Context: an optimization exercise on an open-source flow, tuned for small area and a short achievable clock period. The choices shown serve that exercise and are no tape-out recipe. The RTL was checked by simulation tests, not by an equivalence proof against the original design.

run 1:
// cvu
module cvu (
    input  wire        clk,
    input  wire        rst,           
    input  wire [1:0]  cfg_poly,      
    input  wire        cfg_guard,     
    input  wire [31:0] cfg_xor,       
    input  wire        in_valid,
    input  wire        in_first,      
    input  wire        in_last,       
    input  wire [5:0]  in_words,      
    input  wire [63:0] in_guard,      
    input  wire [2:0]  in_nbytes,     
    input  wire [63:0] in_data,       
    input  wire        sw_we,
    input  wire [1:0]  sw_addr,       
    input  wire [31:0] sw_wdata,
    output reg  [31:0] cvrun,
    output wire [31:0] cvres,
    output reg         lostf,
    output reg         matchf,
    output reg         misf,
    output reg  [15:0] cvlost,
    output wire        busy
);
clock: 20.0 ns
lec_check: 0
cap_margin: 5
core_margin: 2
core_utilization: 40
cts_cluster_diameter: 150
cts_cluster_size: 24
slew_margin: 5
standard.sh (not shown) runs the stock make flow with config.mk's settings and CLKGATE_MAP_FILE= SYNTH_SCRIPT=/design/flow/synth_recipe.tcl, a recipe that flattens the netlist after the stock synthesis.
==> flow/flow/run.sh <==
#!/bin/bash
# The standard layout, with these changes to how it is made:
# - plain buf_1 cells as the port buffers (the default picks a slow
#   clock-delay buffer for them);
# - after the standard synthesis, each cvres[31:16] output gets its own copy
#   of the cfg_poly decode gate (flow/dup_decode.py), so that the path from
#   cfg_poly to cvres needs no buffer tree;
# - timing repair aims for more setup slack than zero, so that the layout's
#   paths come out close to the shortest clock period the ports allow.
set -euo pipefail
export BUFFER_PORTS_ARGS="-buffer_cell sky130_fd_sc_hd__buf_1"
export SETUP_SLACK_MARGIN=12.2
bash standard.sh synth > standard_synth.log 2>&1
NET=orfs/results/sky130hd/cvu/base/1_2_yosys.v
python3 flow/dup_decode.py "$NET" > dup_decode.log 2>&1
touch "$NET"
bash standard.sh > standard_flow.log 2>&1
Other scripts of this flow, unchanged in this note and not shown: flow/flow/dup_decode.py
Every stage of the flow completed for run 1, and the final layout passed the timing, DRC and antenna checks.
For run 2, these inputs were changed with respect to run 1:
-- flow/flow/run.sh --
<<< run 1, line 11
export BUFFER_PORTS_ARGS="-buffer_cell sky130_fd_sc_hd__buf_1"
export SETUP_SLACK_MARGIN=12.2
bash standard.sh synth > standard_synth.log 2>&1
>>> run 2, line 11
export BUFFER_PORTS_ARGS="-buffer_cell sky130_fd_sc_hd__buf_1"
export SETUP_SLACK_MARGIN=11.8
bash standard.sh synth > standard_synth.log 2>&1
==> summary.txt <==
Run 2: all stages complete, timing, DRC and antenna checks passed. Going from run 1 to run 2, the number of antenna violations at the first check in global routing was found to have gone down by 2. Per the comparison of run 2 with run 1, cell count of the worst reg-to-reg path grew by 3, cell area after layout moved down, worst slew slack as a fraction of its limit lower, sequential share of layout area climbed 0.74 points. Post-place setup slack | run 2 below run 1. Run 2 ends up with a average wire per cell in the routed design that is 0.88% lower than in run 1. Non-clock buffer count shrinks by a few percent when moving from run 1 to run 2. Run 2 vs run 1 — number of nets at the end of the flow dropped 21.
Changes in run 3 relative to run 2:
Settings: SLEW_MARGIN changed from 5 to 20; CAP_MARGIN changed from 5 to 20.
On global-route usage, run 3 and run 2 are basically level.
Taking run 2 as the reference, in run 3 cell count comparable; final worst-path setup slack now smaller; wire length after detailed routing comparable.
Fill cell instance count of the final layout | run 3 below run 2
Looking at run 3 and run 2, the sequential share of layout area is a wash.
[compare] base=run 2 new=run 3: portion of the clock cycle consumed by the worst path in the final layout ~0 delta, endpoint arrival time on the critical path ~0 delta.


== the reference run ==
Starting RTL as in the previous note.
==> flow/config.mk <==
export PLATFORM = sky130hd
export DESIGN_NAME = cvu
export DESIGN_NICKNAME = cvu
export VERILOG_FILES = /design/flow/design.v
export SDC_FILE = /design/flow/constraint.sdc
export NUM_CORES = 4
export LEC_CHECK = 0
export CAP_MARGIN = 20
export CORE_MARGIN = 2
export CORE_UTILIZATION = 40
export CTS_CLUSTER_DIAMETER = 150
export CTS_CLUSTER_SIZE = 24
export SLEW_MARGIN = 20
==> flow/constraint.sdc <==
create_clock -name core_clock -period 20.0 [get_ports {clk}]
set_input_delay 4.0000 -clock core_clock [delete_from_list [all_inputs] [get_ports {clk}]]
set_output_delay 4.0000 -clock core_clock [all_outputs]
set_load 0.01 [all_outputs]
==> flow/flow/run.sh <==
#!/bin/bash
# The standard layout, with these changes to how it is made:
# - plain buf_1 cells as the port buffers (the default picks a slow
#   clock-delay buffer for them);
# - after the standard synthesis, each cvres[31:16] output gets its own copy
#   of the cfg_poly decode gate (flow/dup_decode.py), so that the path from
#   cfg_poly to cvres needs no buffer tree;
# - timing repair aims for more setup slack than zero, so that the layout's
#   paths come out close to the shortest clock period the ports allow.
set -euo pipefail
export BUFFER_PORTS_ARGS="-buffer_cell sky130_fd_sc_hd__buf_1"
export SETUP_SLACK_MARGIN=11.6
bash standard.sh synth > standard_synth.log 2>&1
NET=orfs/results/sky130hd/cvu/base/1_2_yosys.v
python3 flow/dup_decode.py "$NET" > dup_decode.log 2>&1
touch "$NET"
bash standard.sh > standard_flow.log 2>&1
Other scripts of this flow, unchanged in this note and not shown: flow/flow/dup_decode.py
Looking at the reports, the reference run completed the entire flow and the layout it produced met the timing, DRC and antenna checks.
Changes in the trial run relative to the reference run:
diff --git a/flow/flow/run.sh b/flow/flow/run.sh
--- a/flow/flow/run.sh
+++ b/flow/flow/run.sh
@@ -11,3 +11,3 @@
 export BUFFER_PORTS_ARGS="-buffer_cell sky130_fd_sc_hd__buf_1"
-export SETUP_SLACK_MARGIN=11.6
+export SETUP_SLACK_MARGIN=11.8
 bash standard.sh synth > standard_synth.log 2>&1
diff --git a/flow/config.mk b/flow/config.mk
--- a/flow/config.mk
+++ b/flow/config.mk
@@ -10,4 +10,2 @@
 export CORE_UTILIZATION = 40
-export CTS_CLUSTER_DIAMETER = 150
-export CTS_CLUSTER_SIZE = 24
 export SLEW_MARGIN = 20
[summary]
Of the trial run and the reference run, the lower first-iteration DRC count belongs to the reference run.
Comparing the two runs side by side, the trial run comes out behind the reference run on design area.
The reference run -> the trial run: number of hold violations in the final report delta 0, exact match
In the trial run, clock-buffer cell count is higher than in the reference run.
In terms of count of antenna-violating nets left after detailed routing, the reference run and the trial run differ only marginally.
Clock network contribution to total cell area: the trial run higher than the reference run

## static timing again, ports no longer ideal
No port has a modelled driver above. Below, the same layouts with a new extraction and two added sets of constraints. Step 1 assumes that a clkbuf_16 drives the clock port and a buf_2 every other input. Step 2 adds t to the input delays and takes it off the output delays; t is the mean of the earliest and latest rising clock arrival at the registers after step 1. Input paths then give back, and output paths get back, about the clock's delay inside the block. a / b / c = ideal / step 1 / step 2; a / b = the first two.
run	t, ns	slack for setup (ns)	worst setup path after step 2	worst slew at a driven data input, ns
run 1	0.810	11.474 / 11.311 / 11.311	input to output	0.25
run 2	0.800	11.474 / 11.289 / 11.106	input to register	0.27
run 3	0.814	11.465 / 11.313 / 11.054	input to register	0.25
the reference run	0.752	11.398 / 11.219 / 10.738	input to register	0.29
the trial run	0.859	11.484 / 11.308 / 11.013	input to register	0.25
After both steps every run listed still meets setup and hold. For the reference run, which loses most, drivers alone change the setup slack by -0.179 ns; drivers and shift together by -0.660 ns.
